Background: an optimization exercise with open tools, aiming at small area, a short achievable clock period and few clock cycles per item. Do not read the settings as production practice. No functional check of the RTL was part of any run shown here. Power figures rest on the tool's default switching activity, not on a simulated workload.

### flow/design.v
module desc_intake (
    input  wire        clk,
    input  wire        rst,
    input  wire [1:0]  variant,      
    input  wire        in_valid,
    output wire        in_ready,
    input  wire [31:0] in_data,
    input  wire [5:0]  in_ring,
    input  wire [63:0] in_now,
    input  wire        rel_valid,
    input  wire [6:0]  rel_slot,
    output reg         out_valid,
    input  wire        out_ready,
    output reg         out_accept,
    output reg  [7:0]  out_status,
    output reg  [31:0] out_result,
    output reg  [15:0] out_tag,
    output reg  [15:0] out_opcode,
    output reg  [5:0]  out_ring
);
    localparam [7:0] ST_DEADLINE_MISSED = 8'h03;
    localparam [7:0] ST_BAD_OPCODE      = 8'h10;
    localparam [7:0] ST_BAD_PARAM       = 8'h11;
    localparam [7:0] ST_BAD_CHECK       = 8'h12;
    localparam [7:0] ST_TAG_BUSY        = 8'h13;
    localparam [7:0] ST_UNIT_ABSENT     = 8'h14;
    localparam [31:0] SIXTY_S_LO = 32'hF847_5800;    
    localparam [31:0] SIXTY_S_HI = 32'h0000_000D;
    reg         in_ready_q;
    reg  [3:0]  word;         
    reg  [5:0]  ring_q;
    reg  [1:0]  variant_q;
    wire take = in_valid && in_ready_q;
    assign in_ready = in_ready_q;
    wire [31:0] wd = in_data;                                    
    wire [31:0] nh = word[0] ? in_now[63:32] : in_now[31:0];    
    wire [15:0] st;           
    genvar k;
    generate
        for (k = 0; k < 16; k = k + 1) begin : g_st
            assign st[k] = take && (word == k);
        end
    endgenerate
    wire w0  = st[0];
    wire w1  = st[1];
    wire w14 = st[14];
    wire w15 = st[15];
    wire wp  = |st[13:6];     
    wire [7:0] pw_sel = {word == 4'd13, word == 4'd12, word == 4'd11, word == 4'd10,
                         word == 4'd9,  word == 4'd8,  word == 4'd7,  word == 4'd6};
    reg  [15:0] op_q;
    reg  [15:0] tag_q;
    reg  [2:0]  kind_q;       
    reg         kind_lo_q;    
    reg  [31:0] nb1_q, nb2_q;    
    reg         known_q;
    reg         rsv_q;
    reg         target_q;
    reg         absent_q;
    reg         xc_q, xv31_q, yc_q;     
    reg         a_q;                    
    reg         z_lo_q;
    reg         time_q, late_q;
    reg         self_q;
    reg         busy_q;
    reg  [3:0]  gen_q;
    reg  [31:0] crc_q;
    reg         crc_ok_q;
    wire [31:0] x = crc_q ^ wd;
    wire [31:0] crc_next;
    assign crc_next[0] = (((((x[1] ^ x[2]) ^ x[4]) ^ (x[5] ^ x[6])) ^ ((x[7] ^ x[9]) ^ (x[11] ^ x[14]))) ^ ((((x[15] ^ x[16]) ^ x[20]) ^ (x[23] ^ x[24])) ^ ((x[25] ^ x[26]) ^ (x[27] ^ x[28]))));
    assign crc_next[1] = (((((x[2] ^ x[3]) ^ x[5]) ^ (x[6] ^ x[7])) ^ ((x[8] ^ x[10]) ^ (x[12] ^ x[15]))) ^ ((((x[16] ^ x[17]) ^ x[21]) ^ (x[24] ^ x[25])) ^ ((x[26] ^ x[27]) ^ (x[28] ^ x[29]))));
    assign crc_next[2] = (((((x[3] ^ x[4]) ^ x[6]) ^ (x[7] ^ x[8])) ^ ((x[9] ^ x[11]) ^ (x[13] ^ x[16]))) ^ ((((x[17] ^ x[18]) ^ x[22]) ^ (x[25] ^ x[26])) ^ ((x[27] ^ x[28]) ^ (x[29] ^ x[30]))));
    assign crc_next[3] = (((((x[0] ^ x[4]) ^ x[5]) ^ (x[7] ^ x[8])) ^ (((x[9] ^ x[10]) ^ x[12]) ^ (x[14] ^ x[17]))) ^ ((((x[18] ^ x[19]) ^ x[23]) ^ (x[26] ^ x[27])) ^ ((x[28] ^ x[29]) ^ (x[30] ^ x[31]))));
    assign crc_next[4] = (((((x[0] ^ x[2]) ^ x[4]) ^ (x[7] ^ x[8])) ^ ((x[10] ^ x[13]) ^ (x[14] ^ x[16]))) ^ (((x[18] ^ x[19]) ^ (x[23] ^ x[25])) ^ ((x[26] ^ x[29]) ^ (x[30] ^ x[31]))));
    assign crc_next[5] = ((((x[0] ^ x[2]) ^ (x[3] ^ x[4])) ^ ((x[6] ^ x[7]) ^ (x[8] ^ x[16]))) ^ (((x[17] ^ x[19]) ^ (x[23] ^ x[25])) ^ ((x[28] ^ x[30]) ^ x[31])));
    assign crc_next[6] = ((((x[2] ^ x[3]) ^ (x[6] ^ x[8])) ^ ((x[11] ^ x[14]) ^ (x[15] ^ x[16]))) ^ (((x[17] ^ x[18]) ^ (x[23] ^ x[25])) ^ ((x[27] ^ x[28]) ^ (x[29] ^ x[31]))));
    assign crc_next[7] = (((((x[0] ^ x[1]) ^ x[2]) ^ (x[3] ^ x[5])) ^ ((x[6] ^ x[11]) ^ (x[12] ^ x[14]))) ^ ((((x[17] ^ x[18]) ^ x[19]) ^ (x[20] ^ x[23])) ^ ((x[25] ^ x[27]) ^ (x[29] ^ x[30]))));
    assign crc_next[8] = (((((x[1] ^ x[2]) ^ x[3]) ^ (x[4] ^ x[6])) ^ ((x[7] ^ x[12]) ^ (x[13] ^ x[15]))) ^ ((((x[18] ^ x[19]) ^ x[20]) ^ (x[21] ^ x[24])) ^ ((x[26] ^ x[28]) ^ (x[30] ^ x[31]))));
    assign crc_next[9] = (((((x[0] ^ x[1]) ^ x[3]) ^ (x[6] ^ x[8])) ^ ((x[9] ^ x[11]) ^ (x[13] ^ x[15]))) ^ ((((x[19] ^ x[21]) ^ x[22]) ^ (x[23] ^ x[24])) ^ ((x[26] ^ x[28]) ^ (x[29] ^ x[31]))));
    assign crc_next[10] = ((((x[5] ^ x[6]) ^ x[10]) ^ ((x[11] ^ x[12]) ^ x[15])) ^ (((x[22] ^ x[26]) ^ x[28]) ^ (x[29] ^ x[30])));
    assign crc_next[11] = ((((x[0] ^ x[6]) ^ x[7]) ^ ((x[11] ^ x[12]) ^ x[13])) ^ (((x[16] ^ x[23]) ^ x[27]) ^ ((x[29] ^ x[30]) ^ x[31])));
    assign crc_next[12] = (((((x[2] ^ x[4]) ^ x[5]) ^ (x[6] ^ x[8])) ^ (((x[9] ^ x[11]) ^ x[12]) ^ (x[13] ^ x[15]))) ^ ((((x[16] ^ x[17]) ^ x[20]) ^ (x[23] ^ x[25])) ^ ((x[26] ^ x[27]) ^ (x[30] ^ x[31]))));
    assign crc_next[13] = (((((x[0] ^ x[1]) ^ x[2]) ^ (x[3] ^ x[4])) ^ ((x[10] ^ x[11]) ^ (x[12] ^ x[13]))) ^ (((x[15] ^ x[17]) ^ (x[18] ^ x[20])) ^ ((x[21] ^ x[23]) ^ (x[25] ^ x[31]))));
    assign crc_next[14] = ((((x[3] ^ x[6]) ^ (x[7] ^ x[9])) ^ ((x[12] ^ x[13]) ^ (x[15] ^ x[18]))) ^ (((x[19] ^ x[20]) ^ (x[21] ^ x[22])) ^ ((x[23] ^ x[25]) ^ (x[27] ^ x[28]))));
    assign crc_next[15] = (((((x[0] ^ x[4]) ^ x[7]) ^ (x[8] ^ x[10])) ^ ((x[13] ^ x[14]) ^ (x[16] ^ x[19]))) ^ (((x[20] ^ x[21]) ^ (x[22] ^ x[23])) ^ ((x[24] ^ x[26]) ^ (x[28] ^ x[29]))));
    assign crc_next[16] = (((((x[0] ^ x[1]) ^ x[5]) ^ (x[8] ^ x[9])) ^ ((x[11] ^ x[14]) ^ (x[15] ^ x[17]))) ^ ((((x[20] ^ x[21]) ^ x[22]) ^ (x[23] ^ x[24])) ^ ((x[25] ^ x[27]) ^ (x[29] ^ x[30]))));
    assign crc_next[17] = (((((x[1] ^ x[2]) ^ x[6]) ^ (x[9] ^ x[10])) ^ ((x[12] ^ x[15]) ^ (x[16] ^ x[18]))) ^ ((((x[21] ^ x[22]) ^ x[23]) ^ (x[24] ^ x[25])) ^ ((x[26] ^ x[28]) ^ (x[30] ^ x[31]))));
    assign crc_next[18] = (((((x[0] ^ x[1]) ^ x[3]) ^ (x[4] ^ x[5])) ^ ((x[6] ^ x[9]) ^ (x[10] ^ x[13]))) ^ ((((x[14] ^ x[15]) ^ x[17]) ^ (x[19] ^ x[20])) ^ ((x[22] ^ x[28]) ^ (x[29] ^ x[31]))));
    assign crc_next[19] = ((((x[9] ^ x[10]) ^ x[18]) ^ ((x[21] ^ x[24]) ^ x[25])) ^ (((x[26] ^ x[27]) ^ x[28]) ^ (x[29] ^ x[30])));
    assign crc_next[20] = ((((x[10] ^ x[11]) ^ x[19]) ^ ((x[22] ^ x[25]) ^ x[26])) ^ (((x[27] ^ x[28]) ^ x[29]) ^ (x[30] ^ x[31])));
    assign crc_next[21] = ((((x[1] ^ x[2]) ^ (x[4] ^ x[5])) ^ ((x[6] ^ x[7]) ^ (x[9] ^ x[12]))) ^ (((x[14] ^ x[15]) ^ (x[16] ^ x[24])) ^ ((x[25] ^ x[29]) ^ (x[30] ^ x[31]))));
    assign crc_next[22] = (((((x[0] ^ x[1]) ^ x[3]) ^ (x[4] ^ x[8])) ^ ((x[9] ^ x[10]) ^ (x[11] ^ x[13]))) ^ ((((x[14] ^ x[17]) ^ x[20]) ^ (x[23] ^ x[24])) ^ ((x[27] ^ x[28]) ^ (x[30] ^ x[31]))));
    assign crc_next[23] = ((((x[6] ^ x[7]) ^ (x[10] ^ x[12])) ^ ((x[16] ^ x[18]) ^ x[20])) ^ (((x[21] ^ x[23]) ^ x[26]) ^ ((x[27] ^ x[29]) ^ x[31])));
    assign crc_next[24] = (((((x[0] ^ x[1]) ^ x[2]) ^ ((x[4] ^ x[5]) ^ x[6])) ^ (((x[8] ^ x[9]) ^ x[13]) ^ (x[14] ^ x[15]))) ^ ((((x[16] ^ x[17]) ^ x[19]) ^ (x[20] ^ x[21])) ^ (((x[22] ^ x[23]) ^ x[25]) ^ (x[26] ^ x[30]))));
    assign crc_next[25] = (((((x[1] ^ x[2]) ^ x[3]) ^ ((x[5] ^ x[6]) ^ x[7])) ^ (((x[9] ^ x[10]) ^ x[14]) ^ (x[15] ^ x[16]))) ^ ((((x[17] ^ x[18]) ^ x[20]) ^ (x[21] ^ x[22])) ^ (((x[23] ^ x[24]) ^ x[26]) ^ (x[27] ^ x[31]))));
    assign crc_next[26] = ((((x[0] ^ x[1]) ^ (x[3] ^ x[5])) ^ ((x[8] ^ x[9]) ^ (x[10] ^ x[14]))) ^ (((x[17] ^ x[18]) ^ (x[19] ^ x[20])) ^ ((x[21] ^ x[22]) ^ x[26])));
    assign crc_next[27] = ((((x[0] ^ x[1]) ^ (x[2] ^ x[4])) ^ ((x[6] ^ x[9]) ^ (x[10] ^ x[11]))) ^ (((x[15] ^ x[18]) ^ (x[19] ^ x[20])) ^ ((x[21] ^ x[22]) ^ (x[23] ^ x[27]))));
    assign crc_next[28] = (((((x[0] ^ x[1]) ^ x[2]) ^ (x[3] ^ x[5])) ^ ((x[7] ^ x[10]) ^ (x[11] ^ x[12]))) ^ (((x[16] ^ x[19]) ^ (x[20] ^ x[21])) ^ ((x[22] ^ x[23]) ^ (x[24] ^ x[28]))));
    assign crc_next[29] = (((((x[1] ^ x[2]) ^ x[3]) ^ (x[4] ^ x[6])) ^ ((x[8] ^ x[11]) ^ (x[12] ^ x[13]))) ^ (((x[17] ^ x[20]) ^ (x[21] ^ x[22])) ^ ((x[23] ^ x[24]) ^ (x[25] ^ x[29]))));
    assign crc_next[30] = (((((x[0] ^ x[2]) ^ x[3]) ^ (x[4] ^ x[5])) ^ ((x[7] ^ x[9]) ^ (x[12] ^ x[13]))) ^ ((((x[14] ^ x[18]) ^ x[21]) ^ (x[22] ^ x[23])) ^ ((x[24] ^ x[25]) ^ (x[26] ^ x[30]))));
    assign crc_next[31] = (((((x[0] ^ x[1]) ^ x[3]) ^ (x[4] ^ x[5])) ^ (((x[6] ^ x[8]) ^ x[10]) ^ (x[13] ^ x[14]))) ^ ((((x[15] ^ x[19]) ^ x[22]) ^ (x[23] ^ x[24])) ^ ((x[25] ^ x[26]) ^ (x[27] ^ x[31]))));
    reg          op_known;
    reg  [7:0]   op_kinds;
    reg  [4:0]   op_pid;
    always @* begin
        op_known = 1'b0;
        op_kinds = 8'h00;
        op_pid   = 5'd1;
        case (op_q)
          16'h0101: begin op_known = 1'b1; op_kinds = 8'h01; op_pid = 5'd0; end  
          16'h0102: begin op_known = 1'b1; op_kinds = 8'h01; op_pid = 5'd1; end  
          16'h0103: begin op_known = 1'b1; op_kinds = 8'h01; op_pid = 5'd2; end  
          16'h0104: begin op_known = 1'b1; op_kinds = 8'h01; op_pid = 5'd3; end  
          16'h0110: begin op_known = 1'b1; op_kinds = 8'h20; op_pid = 5'd4; end  
          16'h0111: begin op_known = 1'b1; op_kinds = 8'h20; op_pid = 5'd1; end  
          16'h0112: begin op_known = 1'b1; op_kinds = 8'h20; op_pid = 5'd1; end  
          16'h0113: begin op_known = 1'b1; op_kinds = 8'h40; op_pid = 5'd5; end  
          16'h0201: begin op_known = 1'b1; op_kinds = 8'h02; op_pid = 5'd6; end  
          16'h0202: begin op_known = 1'b1; op_kinds = 8'h02; op_pid = 5'd1; end  
          16'h0203: begin op_known = 1'b1; op_kinds = 8'h02; op_pid = 5'd0; end  
          16'h0204: begin op_known = 1'b1; op_kinds = 8'h02; op_pid = 5'd1; end  
          16'h0205: begin op_known = 1'b1; op_kinds = 8'h02; op_pid = 5'd0; end  
          16'h0301: begin op_known = 1'b1; op_kinds = 8'h08; op_pid = 5'd1; end  
          16'h0302: begin op_known = 1'b1; op_kinds = 8'h08; op_pid = 5'd1; end  
          16'h0303: begin op_known = 1'b1; op_kinds = 8'h08; op_pid = 5'd1; end  
          16'h0401: begin op_known = 1'b1; op_kinds = 8'h10; op_pid = 5'd6; end  
          16'h0402: begin op_known = 1'b1; op_kinds = 8'h01; op_pid = 5'd1; end  
          16'h0403: begin op_known = 1'b1; op_kinds = 8'h01; op_pid = 5'd7; end  
          16'h0404: begin op_known = 1'b1; op_kinds = 8'h01; op_pid = 5'd1; end  
          16'h0501: begin op_known = 1'b1; op_kinds = 8'h01; op_pid = 5'd8; end  
          16'h0502: begin op_known = 1'b1; op_kinds = 8'h01; op_pid = 5'd1; end  
          16'h0503: begin op_known = 1'b1; op_kinds = 8'h01; op_pid = 5'd1; end  
          16'h0504: begin op_known = 1'b1; op_kinds = 8'h01; op_pid = 5'd9; end  
          16'h0601: begin op_known = 1'b1; op_kinds = 8'h01; op_pid = 5'd6; end  
          16'h0602: begin op_known = 1'b1; op_kinds = 8'h01; op_pid = 5'd1; end  
          16'h0603: begin op_known = 1'b1; op_kinds = 8'h01; op_pid = 5'd1; end  
          16'h0604: begin op_known = 1'b1; op_kinds = 8'h01; op_pid = 5'd10; end  
          16'h0701: begin op_known = 1'b1; op_kinds = 8'h02; op_pid = 5'd11; end  
          16'h0702: begin op_known = 1'b1; op_kinds = 8'h02; op_pid = 5'd1; end  
          16'h0801: begin op_known = 1'b1; op_kinds = 8'h01; op_pid = 5'd0; end  
          16'h0901: begin op_known = 1'b1; op_kinds = 8'h01; op_pid = 5'd12; end  
          16'h0902: begin op_known = 1'b1; op_kinds = 8'h01; op_pid = 5'd0; end  
          16'h0903: begin op_known = 1'b1; op_kinds = 8'h01; op_pid = 5'd13; end  
          16'h0A01: begin op_known = 1'b1; op_kinds = 8'h01; op_pid = 5'd14; end  
          16'h0A02: begin op_known = 1'b1; op_kinds = 8'h01; op_pid = 5'd9; end  
          16'h0B01: begin op_known = 1'b1; op_kinds = 8'h01; op_pid = 5'd1; end  
          16'h0B02: begin op_known = 1'b1; op_kinds = 8'h01; op_pid = 5'd1; end  
          16'h0C01: begin op_known = 1'b1; op_kinds = 8'h80; op_pid = 5'd0; end  
          16'h0C02: begin op_known = 1'b1; op_kinds = 8'h80; op_pid = 5'd15; end  
          16'h0C03: begin op_known = 1'b1; op_kinds = 8'h01; op_pid = 5'd6; end  
          16'h0D01: begin op_known = 1'b1; op_kinds = 8'h01; op_pid = 5'd3; end  
          16'h0D02: begin op_known = 1'b1; op_kinds = 8'h0B; op_pid = 5'd16; end  
          16'h0D03: begin op_known = 1'b1; op_kinds = 8'h01; op_pid = 5'd1; end  
            default: ;
        endcase
    end
    reg  [4:0]   pid_q;
    wire [255:0] pid_pmask =
        ({256{pid_q == 5'd0}} & 256'h00000000000000000000000000000000000000000000000000000000FFFFFFFF) |
        ({256{pid_q == 5'd1}} & 256'h0000000000000000000000000000000000000000000000000000000000000000) |
        ({256{pid_q == 5'd2}} & 256'h000000000000000000000000000000000000000000000000FFFFFFFFFFFFFFFF) |
        ({256{pid_q == 5'd3}} & 256'h00000000000000000000000000000000FFFFFFFFFFFFFFFF00000000FFFFFFFF) |
        ({256{pid_q == 5'd4}} & 256'h000000000000000000000000000000000001FFFF3F3FFF01FFFFFFFFFFFFFFFF) |
        ({256{pid_q == 5'd5}} & 256'h0000000000000000000000000000000000000003FFFFFFFFFFFFFFFFFFFFFFFF) |
        ({256{pid_q == 5'd6}} & 256'h000000000000000000000000000000000000000000000000000000000000FFFF) |
        ({256{pid_q == 5'd7}} & 256'h0000000000000000000000000000000000000000000000000000FFFFFFFF000F) |
        ({256{pid_q == 5'd8}} & 256'h0000000000000000000000000000000000000000000000000000FFFFFFFFFFFF) |
        ({256{pid_q == 5'd9}} & 256'h00000000000000000000000000000000000000000000000000000000000000FF) |
        ({256{pid_q == 5'd10}} & 256'h00000000000000000000000000000000000000000000000000000000FFFF00FF) |
        ({256{pid_q == 5'd11}} & 256'h00000000000000000000000000000000FFFFFFFFFFFFFFFFFFFFFFFFFFFFFFFF) |
        ({256{pid_q == 5'd12}} & 256'h00000000000000000000000000000000FFFFFFFFFFFFFFFF0000FFFFFFFFFFFF) |
        ({256{pid_q == 5'd13}} & 256'h000000000000000000000000FFFFFFFFFFFFFFFFFFFFFFFFFFFFFFFF000000FF) |
        ({256{pid_q == 5'd14}} & 256'h000000000000000000000000000000000000000000000000FFFFFFFFFFFF00FF) |
        ({256{pid_q == 5'd15}} & 256'h000000000000000000000000000000FFFFFFFFFFFFFFFFFFFFFFFFFFFFFFFFFF) |
        ({256{pid_q == 5'd16}} & 256'h000000000000000000000000000000000000000000000000FFFFFFFF000000FF);
    reg  [31:0] pmask_w;
    integer     j;
    always @* begin
        pmask_w = 32'd0;
        for (j = 0; j < 8; j = j + 1)
            if (pw_sel[j])
                pmask_w = pmask_w | pid_pmask[j*32 +: 32];
    end
    wire [15:0] idx = wd[31:16];
    reg  [7:0] kind_max;
    always @* begin
        case (kind_q)
            3'd0: kind_max = 8'd0;
            3'd1: kind_max = 8'd15;
            3'd2: kind_max = 8'd31;
            3'd3: kind_max = 8'd23;
            3'd4: kind_max = 8'd3;
            3'd5: kind_max = 8'd63;
            default: kind_max = 8'd7;
        endcase
    end
    wire target_err = !op_kinds[kind_q] || (idx > {8'd0, kind_max});
    reg        has_path, has_gauge, has_tdm, has_down;
    reg  [5:0] n_rails, n_phases, n_switches;
    always @* begin
        case (variant_q)
            2'd0:    begin has_path = 1'b1; has_gauge = 1'b1; has_tdm = 1'b1; has_down = 1'b1;
                           n_rails = 6'd16; n_phases = 6'd32; n_switches = 6'd24; end
            2'd1:    begin has_path = 1'b0; has_gauge = 1'b0; has_tdm = 1'b1; has_down = 1'b1;
                           n_rails = 6'd16; n_phases = 6'd24; n_switches = 6'd24; end
            default: begin has_path = 1'b0; has_gauge = 1'b0; has_tdm = 1'b0; has_down = 1'b0;
                           n_rails = 6'd8;  n_phases = 6'd16; n_switches = 6'd12; end
        endcase
    end
    reg absent;
    always @* begin
        if (op_q[15:8] == 8'h05)
            absent = !has_path;
        else if (op_q[15:8] == 8'h06)
            absent = !has_gauge;
        else if (op_q[15:8] == 8'h0B)
            absent = !has_tdm;
        else if (op_q == 16'h0C01 || op_q == 16'h0C02)
            absent = !has_down;
        else if (kind_lo_q && kind_q == 3'd1)
            absent = idx >= {10'd0, n_rails};
        else if (kind_lo_q && kind_q == 3'd2)
            absent = idx >= {10'd0, n_phases};
        else if (kind_lo_q && kind_q == 3'd3)
            absent = idx >= {10'd0, n_switches};
        else
            absent = 1'b0;
    end
    function carry32(input [31:0] a, input [31:0] b, input ci);
        reg [31:0] g, p;
        integer i, l;
        begin
            g = a & b;
            p = a | b;
            for (l = 1; l < 32; l = l * 2)
                for (i = 0; i < 32; i = i + 2 * l) begin
                    g[i + 2*l - 1] = g[i + 2*l - 1] | (p[i + 2*l - 1] & g[i + l - 1]);
                    p[i + 2*l - 1] = p[i + 2*l - 1] & p[i + l - 1];
                end
            carry32 = g[31] | (p[31] & ci);
        end
    endfunction
    wire [31:0] xk = (word == 4'd2) ? ~SIXTY_S_LO : (word == 4'd3) ? ~SIXTY_S_HI : 32'hFFFFFFFF;
    wire [31:0] xu = wd ^ ~nh ^ xk;
    wire [31:0] xv = (wd & ~nh) | (wd & xk) | (~nh & xk);
    wire        x_lo = carry32(xu, {xv[30:0], 1'b1}, word == 4'd4);    
    wire        x_hi = xv[31] && carry32(xu, {xv[30:0], xv31_q}, xc_q);
    wire        y_lo = carry32(nb2_q, ~wd, 1'b0);
    wire        y_hi = carry32(nb2_q, ~wd, yc_q);
    wire        dl_set = !(z_lo_q && (wd == 32'd0));
    wire after_bad = wd[31] ? ((wd & 32'h7FFFF080) != 32'd0) : (wd[30:0] != 31'd0);
    wire prm_bad   = known_q && ((wd & ~pmask_w) != 32'd0);
    always @(posedge clk) begin
        if (w15)
            ring_q <= in_ring;
        if (rst || w15)
            crc_q <= 32'hFFFFFFFF;
        else if (take)
            crc_q <= crc_next;
        if (w15)
            crc_ok_q <= (crc_q == ~wd);
        if (w0) begin
            op_q      <= wd[15:0];
            kind_q    <= wd[26:24];
            kind_lo_q <= (wd[31:27] == 5'd0);
            rsv_q     <= (wd[23:18] != 6'd0) || (wd[31:27] != 5'd0);
        end
        if (w1) begin
            tag_q    <= wd[15:0];
            known_q  <= op_known;
            pid_q    <= op_pid;
            target_q <= target_err;
            absent_q <= absent;
            if ((wd[15:12] != 4'd0) || wd[7])
                rsv_q <= 1'b1;
        end
        if (st[2] || st[4]) begin
            xc_q   <= x_lo;
            xv31_q <= xv[31];
        end
        if (st[2] || st[3])
            nb1_q <= wd;
        if (st[3] || st[4])
            nb2_q <= nb1_q;
        if (st[3])
            a_q <= x_hi;
        if (st[4]) begin
            yc_q   <= y_lo;
            z_lo_q <= wd == 32'd0;
        end
        if (st[5]) begin
            time_q <= a_q || (dl_set && y_hi);
            late_q <= dl_set && !x_hi;
        end
        if (wp && prm_bad)
            rsv_q <= 1'b1;
        if (w14) begin
            self_q <= wd[31] && (wd[6:0] == tag_q[6:0]);
            if (after_bad)
                rsv_q <= 1'b1;
        end
    end
    reg  [127:0] slot_busy;
    reg          rel_q;
    reg  [6:0]   rel_slot_q;
    reg  [511:0] gring;
    reg  [2:0]   p;
    reg          pw_v;        
    reg          acc_q;       
    wire [6:0] pw_slot = out_tag[6:0];
    wire [3:0] pw_gen  = out_tag[11:8];
    reg  pend;        
    reg  vr;          
    wire load = vr && !out_valid;
        wire admin_err = (op_q[15:8] == 8'h01) && (ring_q != 6'd0);
    reg        v_accept;
    reg  [7:0] v_status;
    reg [31:0] v_result;
    always @* begin
        v_accept = 1'b0;
        v_status = 8'h00;
        v_result = 32'd0;
        if (!crc_ok_q)
            v_status = ST_BAD_CHECK;
        else if (rsv_q) begin
            v_status = ST_BAD_PARAM; v_result = 32'h8000_0001;
        end else if (!known_q)
            v_status = ST_BAD_OPCODE;
        else if (admin_err) begin
            v_status = ST_BAD_PARAM; v_result = 32'h8000_0005;
        end else if (busy_q) begin
            v_status = ST_TAG_BUSY;  v_result = {16'd0, 4'd0, gen_q, 1'b0, tag_q[6:0]};
        end else if (time_q) begin
            v_status = ST_BAD_PARAM; v_result = 32'h8000_0002;
        end else if (late_q)
            v_status = ST_DEADLINE_MISSED;
        else if (self_q) begin
            v_status = ST_BAD_PARAM; v_result = 32'h8000_0003;
        end else if (target_q) begin
            v_status = ST_BAD_PARAM; v_result = 32'h8000_0004;
        end else if (absent_q)
            v_status = ST_UNIT_ABSENT;
        else
            v_accept = 1'b1;
    end
    wire [3:0] word_n      = take ? word + 4'd1 : word;
    wire       pend_n      = (take && word == 4'd15) || (pend && !load);
    wire       out_valid_n = load || (out_valid && !out_ready);
    always @(posedge clk) begin
        if (rst) begin
            word       <= 4'd0;
            pend       <= 1'b0;
            vr         <= 1'b0;
            out_valid  <= 1'b0;
            in_ready_q <= 1'b1;
            rel_q      <= 1'b0;
            acc_q      <= 1'b0;
            p          <= 3'd0;
        end else begin
            word       <= word_n;
            pend       <= pend_n;
            vr         <= w15 || (vr && !load);
            out_valid  <= out_valid_n;
            in_ready_q <= !(word_n == 4'd0 && pend_n && out_valid_n);
            rel_q      <= rel_valid;
            acc_q      <= load && v_accept;
            p          <= p + 3'd1;
        end
        rel_slot_q <= rel_slot;
        variant_q  <= variant;
    end
    always @(posedge clk) begin
        if (load) begin
            out_accept <= v_accept;
            out_status <= v_status;
            out_result <= v_result;
            out_tag    <= tag_q;
            out_opcode <= op_q;
            out_ring   <= ring_q;
        end
    end
    integer s;
    always @(posedge clk) begin
        if (w15)
            busy_q <= slot_busy[tag_q[6:0]] && !(rel_q && rel_slot_q == tag_q[6:0]);
        if (rst) begin
            slot_busy <= 128'd0;
        end else begin
            for (s = 0; s < 128; s = s + 1) begin
                if (acc_q && pw_slot == s[6:0])
                    slot_busy[s] <= 1'b1;
                else if (rel_q && rel_slot_q == s[6:0])
                    slot_busy[s] <= 1'b0;
            end
        end
    end
    integer r;
    always @(posedge clk) begin
        for (r = 0; r < 16; r = r + 1) begin
            gring[r*32 +: 28] <= gring[r*32 + 4 +: 28];
            if (pw_v && pw_slot == {p, r[3:0]})
                gring[r*32 + 28 +: 4] <= pw_gen;
            else
                gring[r*32 + 28 +: 4] <= gring[r*32 +: 4];
        end
        if (load && v_accept)
            pw_v <= 1'b1;
        else if (pw_slot[6:4] == p)
            pw_v <= 1'b0;
        if (p == tag_q[6:4]) begin
            if (pw_v && pw_slot == tag_q[6:0])
                gen_q <= pw_gen;
            else
                gen_q <= gring[{tag_q[3:0], 5'd0} +: 4];
        end
    end
endmodule
### flow/run.sh
#!/bin/bash
# synth_recipe.tcl (not shown) runs the flow's synth.tcl, then flattens the netlist and writes it again
# the make line also repeats each setting of config.mk as NAME=value (left out here)
make -C /OpenROAD-flow-scripts/flow DESIGN_CONFIG=/design/flow/config.mk WORK_HOME=/design/flow/orfs CLKGATE_MAP_FILE= SYNTH_SCRIPT=/design/flow/synth_recipe.tcl finish
### flow/config.mk
export PLATFORM = sky130hd
export DESIGN_NAME = desc_intake
export DESIGN_NICKNAME = desc_intake
export VERILOG_FILES = /design/flow/design.v
export SDC_FILE = /design/flow/constraint.sdc
export NUM_CORES = 4
export LEC_CHECK = 0
export CAP_MARGIN = 20
export CORE_MARGIN = 2
export CORE_UTILIZATION = 40
export PLACE_DENSITY = 0.6
export SETUP_SLACK_MARGIN = 5
export SLEW_MARGIN = 20
### flow/constraint.sdc
create_clock -name core_clock -period 7.0 [get_ports {clk}]
set_input_delay 1.4000 -clock core_clock [delete_from_list [all_inputs] [get_ports {clk}]]
set_output_delay 1.4000 -clock core_clock [all_outputs]
set_load 0.01 [all_outputs]
==> results of run 1 <==
-- logic make-up after synthesis --
group,count (synthesis),share of synthesized area
flops,879,0.595
simple gates,592,0.0895
compound gates,479,0.0854
xor+xnor,319,0.0944
buf+inv,214,0.0283
mux,165,0.0780
fa+ha+maj,68,0.0291
other cells,1,0.000115
-- placed cells by master (no fill, tap or decap), types with 48 or more instances in the layout --
cell type / n
buf_6: 109
mux2_4: 64
mux4_2: 62
clkbuf_16: 93
xnor2_4: 53
buf_12: 55
dfxtp_1: 690
a21oi_1: 166
inv_1: 48
nand2_1: 202
xnor2_1: 113
o21ai_0: 155
nor2_1: 59
clkdlybuf4s50_1: 48
xnor2_2: 80
edfxtp_1: 183
buf_4: 197
-- what timing repair did --
action	CTS	global route
cloned	10	1
setup buffers	228	69
pin swaps	213	152
setup endpoints to repair	467	366
gates resized for setup	941	210
-- final cells by class --
class,count,area [um^2]
multi-input combinational,1648,16100
timing repair inverter,2,15.0
tap,1060,1330
clock buffer,120,2550
inverter,81,340
antenna,1,2.50
timing repair buffer,502,5180
clock inverter,41,472
sequential,879,19400
fill,6469,35300
-- worst reg2reg max path: stages, from the launching register on --
cell	delay, ns
dfxtp_4	0.36
buf_12	0.11
clkinvlp_4	0.12
ha_4	0.21
or3_4	0.37
inv_4	0.07
fa_2	0.47
buf_6	0.14
a22oi_2	0.17
nand4_1	0.18
a2111oi_4	0.33
and3_1	0.22
o31ai_2	0.08
a41oi_2	0.21
a21oi_1	0.07
-- final timing paths --
check	startpoint	to	slack, ns	cells after the start
max	in_now[60]	late_q$_DFFE_PP_	3.63	9
min	gring[405]$_DFF_P_	gring[401]$_DFF_P_	0.31	0
max reg2reg	word[0]$_SDFF_PP0_	late_q$_DFFE_PP_	3.68	14
min reg2reg	gring[405]$_DFF_P_	gring[401]$_DFF_P_	0.31	0
-- per-layer routing --
layer | vias to the layer above | track usage
met2 | 1022 | 0.373
met3 | 238 | 0.0434
met5 | - | 0
met4 | 2 | 0.0951
met1 | 11500 | 0.310
li1 | 10500 | -
-- power by group --
part / internal, W / switching [W]
Sequential: 0.00530 / 0.000159
Combinational: 0.00488 / 0.00430
Clock: 0.00280 / 0.00202
Total: 0.0130 / 0.00648
-- sequential cells by signal (all words and copies together), names as in the netlist, 5 cells and up --
| register | count |
|---|---|
| out_ring | 6 |
| crc_q | 32 |
| out_result | 12 |
| pid_q | 5 |
| nb2_q | 32 |
| gring | 512 |
| op_q | 16 |
| slot_busy | 128 |
| out_tag | 16 |
| ring_q | 6 |
| nb1_q | 32 |
| out_opcode | 16 |
| tag_q | 16 |
| rel_slot_q | 7 |
-- per-stage QoR --
stage	std cells	hold WS, ns	setup WS [ns]	area, um^2	utilization
after floorplan	2740	0.310	3.37	34100	-
after global placement	3864	0.310	2.34	36500	0.452
after detailed placement	3864	0.312	2.23	36500	0.452
after CTS	4263	0.314	3.64	43800	0.543
after global routing	4333	0.312	3.51	45400	0.563
final	4334	0.308	3.63	45400	0.563
==> run_results.csv, run 1 <==
group,metric,value,unit
status,status,"finished clean",
grt,antenna_found_initial,3,
clock_network,cts.reportedPaths.clkPinSlew,0.07,ns
cells_and_area,areaGrowthSynthToFinish,39.1,%
sta,setup_violations,0,
clock_network,cts_buffers,88,
yosys,ys_top_cells_by_count,"dfxtp_1, xnor2_1, nand2_1",
cells_and_area,nNetsFinal,3381,
routing,vias,23200,
yosys,synth_cells,2717,
floorplanning,fp-row-count,104,
sta,hold_viol_final,0,
cells_and_area,final_layout_size_suffix_gt1_frac,0.357,
routing,wirelength,99900,um
sta,maxSlewHeadroom,0.437,
floorplanning,io_pins,197,
worst_setup_path,worstPathRequired,7.40,ns
yosys,post-synth-top-area-cell,"dfxtp_1",
routing,viasPerCell,5.36,
grt,grt_max_degree,90,
worst_setup_path,cp_slowest_cell,"fa_1",
grt,grt_remaining_overflow,0,
yosys,synth_seq_cells,879,
worst_setup_path,critical_path.cell_chain,"clkdlybuf4s50_1 -> mux2_2 -> fa_1 -> a222oi_1 -> and3_1 -> and4_4 -> o31ai_2 -> a41oi_2 -> a21oi_1",
clock_network,holdBufCountCts,0,
placement,gp_congestion,0.912,
routing,route.detailed.drc,0,
clock_network,clock_path_buffers,3,
power,p_leak,17.0,nW
routing,top_layer,"met5",
yosys,ys_seq_area_frac,0.595,
clock_network,cts_sinks,879,
yosys,synth_top_area_frac,0.427,
clock_network,insertion_delay,0.65,ns
run,drv_cap,0,
worst_setup_path,crit_type,"input pin to register",
placement,port_buffers,172,
yosys,yosysWarnings,1,
sta,worst_pin_slew,0.844,ns
worst_setup_path,critical_path.top_delay_family,"compound AO/OA/AOI/OAI gates",
yosys,synth-edff-count,183,
floorplanning,die_x,290,um
sta,fin_setup_tns,0,ns
routing,wl_met1,42300,um
power,total_power,0.0195,W
worst_setup_path,crit_buf_inv,1,
yosys,syn_area,32600,um^2
yosys,syn_area_per_cell,12.0,um^2
sta,fin_crit,3.37,ns
placement,dpl.hpwl,62800,um
routing,drtIter0Drc,1841,
hold_path,hold_class,"register to register",
sta,rsz0062_at_grt,"true",
routing,met2WireLength,46700,um
sta,finalClockSkew,0.0327,ns
sta,max_freq,0.297,GHz
yosys,netlist_top_cells_area,"dfxtp_1, edfxtp_1, xnor2_1",
routing,wl_met3,6920,um
clock_network,htreeDepth,3,
routing,wl_per_cell,23.0,um
grt,grt_pass1_vias,23200,
clock_network,cts_tree,"built",
sta,slew_violations,0,
sta,period_share,0.481,
worst_setup_path,cp_max_fo,2,
floorplanning,start_util,0.405,
power,ir_drop,431,uV
yosys,synth_cell_type_count,86,
grt,grt_pass1_wl,146000,um
clock_network,cts_root_buf,"clkbuf_16",
worst_setup_path,start_kind,"input pin",
worst_setup_path,crit_path_end_kind,"register",
floorplanning,die_y,290,um
yosys,synth-main-ff-cell,"dfxtp_1",
floorplanning,die-area,83900,um^2
yosys,async_flop_share,0,
routing,ant_nets,0,
power,powerDensity,428,nW/um^2
worst_setup_path,max_stage_delay,0.48,ns
grt,grt.total_usage,0.233,
floorplanning,core,80700,um^2
worst_setup_path,arrival,3.78,ns
routing,drtPass1Iterations,6,
yosys,synth.most_common_cell,"dfxtp_1",
==> run 2: changes to the inputs <==
--- a/flow/config.mk
+++ b/flow/config.mk
@@ -10,4 +10,4 @@
 export CORE_UTILIZATION = 40
 export PLACE_DENSITY = 0.6
-export SETUP_SLACK_MARGIN = 5
+export SETUP_SLACK_MARGIN = 4.5
 export SLEW_MARGIN = 20
==> run 2 against run 1 <==
Still clean on timing, DRC and antenna. Flip-flop and latch count unchanged. Clock power up 3%. Global-route usage fell by 0.54 points. Utilization shrank 1.8 points.
==> run_results.csv, run 2 <==
group,metric,value,unit
yosys,ys_seq_area_frac,0.595,
yosys,syn_area,32600,um^2
routing,wirelength,97300,um
yosys,ys_top_cells_by_count,"dfxtp_1, xnor2_1, nand2_1",
floorplanning,die_y,290,um
grt,grt_remaining_overflow,0,
yosys,syn_area_per_cell,12.0,um^2
sta,fin_setup_tns,0,ns
clock_network,clock_path_buffers,3,
placement,place_inst,3859,
floorplanning,die-area,83900,um^2
cells_and_area,final_area,44000,um^2
yosys,synthXorXnorAreaFrac,0.0944,
sta,max_freq,0.289,GHz
sta,slew_violations,0,
worst_setup_path,crit_type,"input pin to register",
worst_setup_path,crit_path_end_kind,"register",
sta,fin_crit,3.46,ns
sta,setup_violations,0,
sta,holdWs,0.297,ns
yosys,synth-main-ff-cell,"dfxtp_1",
yosys,synth_compound_area_frac,0.0854,
placement,preCtsSetupSlack,2.10,ns
clock_network,cts_tree,"built",
yosys,muxShareOfSynthArea,0.0780,
routing,drtPass1Iterations,8,
placement,gp_congestion,0.911,
yosys,synth-edff-count,183,
yosys,synth_top_family_by_area,"XOR/XNOR gates",
worst_setup_path,cp_max_fo,2,
yosys,synth.most_common_cell,"dfxtp_1",
power,ir_drop,678,uV
placement,port_buffers,172,
yosys,post-synth-top-area-cell,"dfxtp_1",
grt,grt_pass1_wl,143000,um
sta,maxSlewHeadroom,0.359,
cells_and_area,top_regs,"gring (512), slot_busy (128)",
routing,vias,22800,
cells_and_area,areaGrowthSynthToFinish,34.7,%
power,powerDensity,443,nW/um^2
yosys,netlist_top_cells_area,"dfxtp_1, edfxtp_1, xnor2_1",
worst_setup_path,r2r-start,"word[0]$_SDFF_PP0_",
clock_network,cts_sinks,879,
grt,grt_pass1_vias,22800,
clock_network,insertion_delay,0.66,ns
cells_and_area,regMostFlops,"gring",
sta,fin_ws,3.54,ns
floorplanning,start_util,0.405,
grt,grt_max_degree,97,
hold_path,hp-start,"gring[282]$_DFF_P_",
routing,ant_nets,0,
sta,finalClockSkew,0.0603,ns
floorplanning,io_pins,197,
clock_network,cts.reportedPaths.clkPinSlew,0.06,ns
cells_and_area,final_common_cell,"dfxtp_1",
routing,drtIter0Drc,2076,
cells_and_area,layout_common_cells,"dfxtp_1, nand2_1, buf_4",
sta,worst_pin_slew,0.954,ns
floorplanning,die_x,290,um
clock_network,cts_buffers,87,
clock_network,htreeDepth,3,
hold_path,hold_class,"register to register",
yosys,yosysWarnings,1,
grt,grt.total_usage,0.227,
yosys,async_flop_share,0,
yosys,synth_cells,2717,
routing,viasPerCell,5.34,
routing,met2WireLength,44300,um
clock_network,cts_root_buf,"clkbuf_16",
placement,dpl.hpwl,62200,um
floorplanning,fp-row-count,104,
worst_setup_path,max_stage_delay,0.47,ns
routing,wl_met1,42100,um
power,p_leak,16.5,nW
routing,route.detailed.drc,0,
sta,rsz0062_at_grt,"true",
cells_and_area,final_cells,4282,
worst_setup_path,arrival,3.84,ns
worst_setup_path,critical_path.cell_chain,"buf_6 -> mux2_4 -> fa_1 -> a222oi_1 -> nand3_1 -> a211o_1 -> a211oi_2 -> o31ai_2 -> a41oi_2 -> a21oi_2",
sta,period_share,0.495,
worst_setup_path,crit_start,"in_now[14]",
cells_and_area,nNetsFinal,3325,
floorplanning,core,80700,um^2
yosys,synth_cell_type_count,86,
yosys,synthAdderAreaFrac,0.0291,
placement,placed_area,36300,um^2
yosys,synthSimpleGateAreaFrac,0.0895,
cells_and_area,fillers,6601,
worst_setup_path,start_kind,"input pin",
run,drv_cap,0,
worst_setup_path,cp_slowest_cell,"fa_1",
cells_and_area,largest_reg_flops,512,
worst_setup_path,worstPathRequired,7.38,ns
routing,wl_met3,7360,um
sta,hold_viol_final,0,
routing,top_layer,"met4",
status,status,"finished clean",
routing,wl_per_cell,22.7,um
yosys,synth_seq_cells,879,
grt,antenna_found_initial,1,
cells_and_area,final_layout_size_suffix_gt1_frac,0.318,
yosys,synth_top_area_frac,0.427,
## run 2: cell counts after synthesis
No cell type changed its count.
## run 2: what timing repair did
action	4_1_cts	5_1_grt
hold buffers	0	0
endpoints found under the hold margin	0	0
buffers inserted	209	40
setup endpoints to repair	306	169
pin swaps	212	137
gates cloned	6	3
resized for setup	823	129
## run 2: logic make-up after synthesis
group / after synthesis
AO/OA/AOI/OAI: 479
other: 1
AND/OR/NAND/NOR: 592
buffers and inverters: 214
flip-flops: 879
XOR/XNOR: 319
adder cells (fa/ha/maj): 68
multiplexers: 165
## run 2: layer usage
metal  track usage  vias to the layer above
li1              -                    10300
met1         0.316                    11300
met2         0.358                     1024
met3        0.0410                      219
met4        0.0779                        0
met5             0                        -
## run 2: critical path: cells and delay by family
kind                     cells  cell delay (ns)
AO/OA/AOI/OAI                6             1.35
adder cells (fa/ha/maj)      1             0.47
buffers and inverters        1             0.09
multiplexers                 1             0.28
AND/OR/NAND/NOR              1             0.25
## run 2: power breakdown
part	internal [W]	switching [W]
Combinational	0.00476	0.00431
Clock	0.00291	0.00205
Sequential	0.00530	0.000155
Total	0.0130	0.00652
## run 2: final cells by class
cell class	instances	area, um^2	area share
Tap cell	1060	1330	0.0302
Timing Repair inverter	1	7.51	0.000171
Clock inverter	40	632	0.0144
Inverter	81	328	0.00745
Clock buffer	124	2540	0.0577
Antenna cell	1	2.50	0.0000569
Sequential cell	879	19400	0.442
Multi-Input combinational cell	1649	15300	0.348
Timing Repair Buffer	447	4400	0.100
## run 2: through the flow
stage                     total power, W   util
after floorplan                   0.0102      -
after global placement            0.0115  0.450
after detailed placement          0.0115  0.450
after CTS                         0.0184  0.532
after global routing              0.0201  0.545
final                             0.0195  0.545
## run 2: worst paths after layout
path                        end  slack (ns)  cells after the start
min reg2reg  gring[278]$_DFF_P_        0.30                      0
max            late_q$_DFFE_PP_        3.54                     10
max reg2reg    late_q$_DFFE_PP_        3.63                     13
min          gring[278]$_DFF_P_        0.30                      0

[static timing again, ports no longer ideal]
How much do the figures lean on ideal ports? The routed layouts below were timed once more, with nothing changed but the port constraints. Step 1 (the two cells are an assumption about what drives the block):
set clk [get_ports {clk}]
set_driving_cell -lib_cell sky130_fd_sc_hd__clkbuf_16 $clk
set_driving_cell -lib_cell sky130_fd_sc_hd__buf_2 [delete_from_list [all_inputs] $clk]
Step 2 times the ports against the registers' clock, not the clock port: input delays grow and output delays shrink by t, the midpoint of the rising clock arrivals with the driver on. a / b / c = ideal ports / drivers / drivers and shift; a / b = the first two.
| run | shift t [ns] | setup WS [ns] | hold WS [ns] | cell pins on the clock port's net |
|---|---|---|---|---|
| run 1 | 0.702 | 3.630 / 3.670 / 2.968 | 0.308 / 0.308 / 0.308 | 1 |
| run 2 | 0.695 | 3.537 / 3.568 / 2.873 | 0.297 / 0.297 / 0.297 | 1 |
After both steps every run listed still meets setup and hold. For run 2, which loses most, drivers alone change the setup slack by +0.031 ns; drivers and shift together by -0.664 ns.
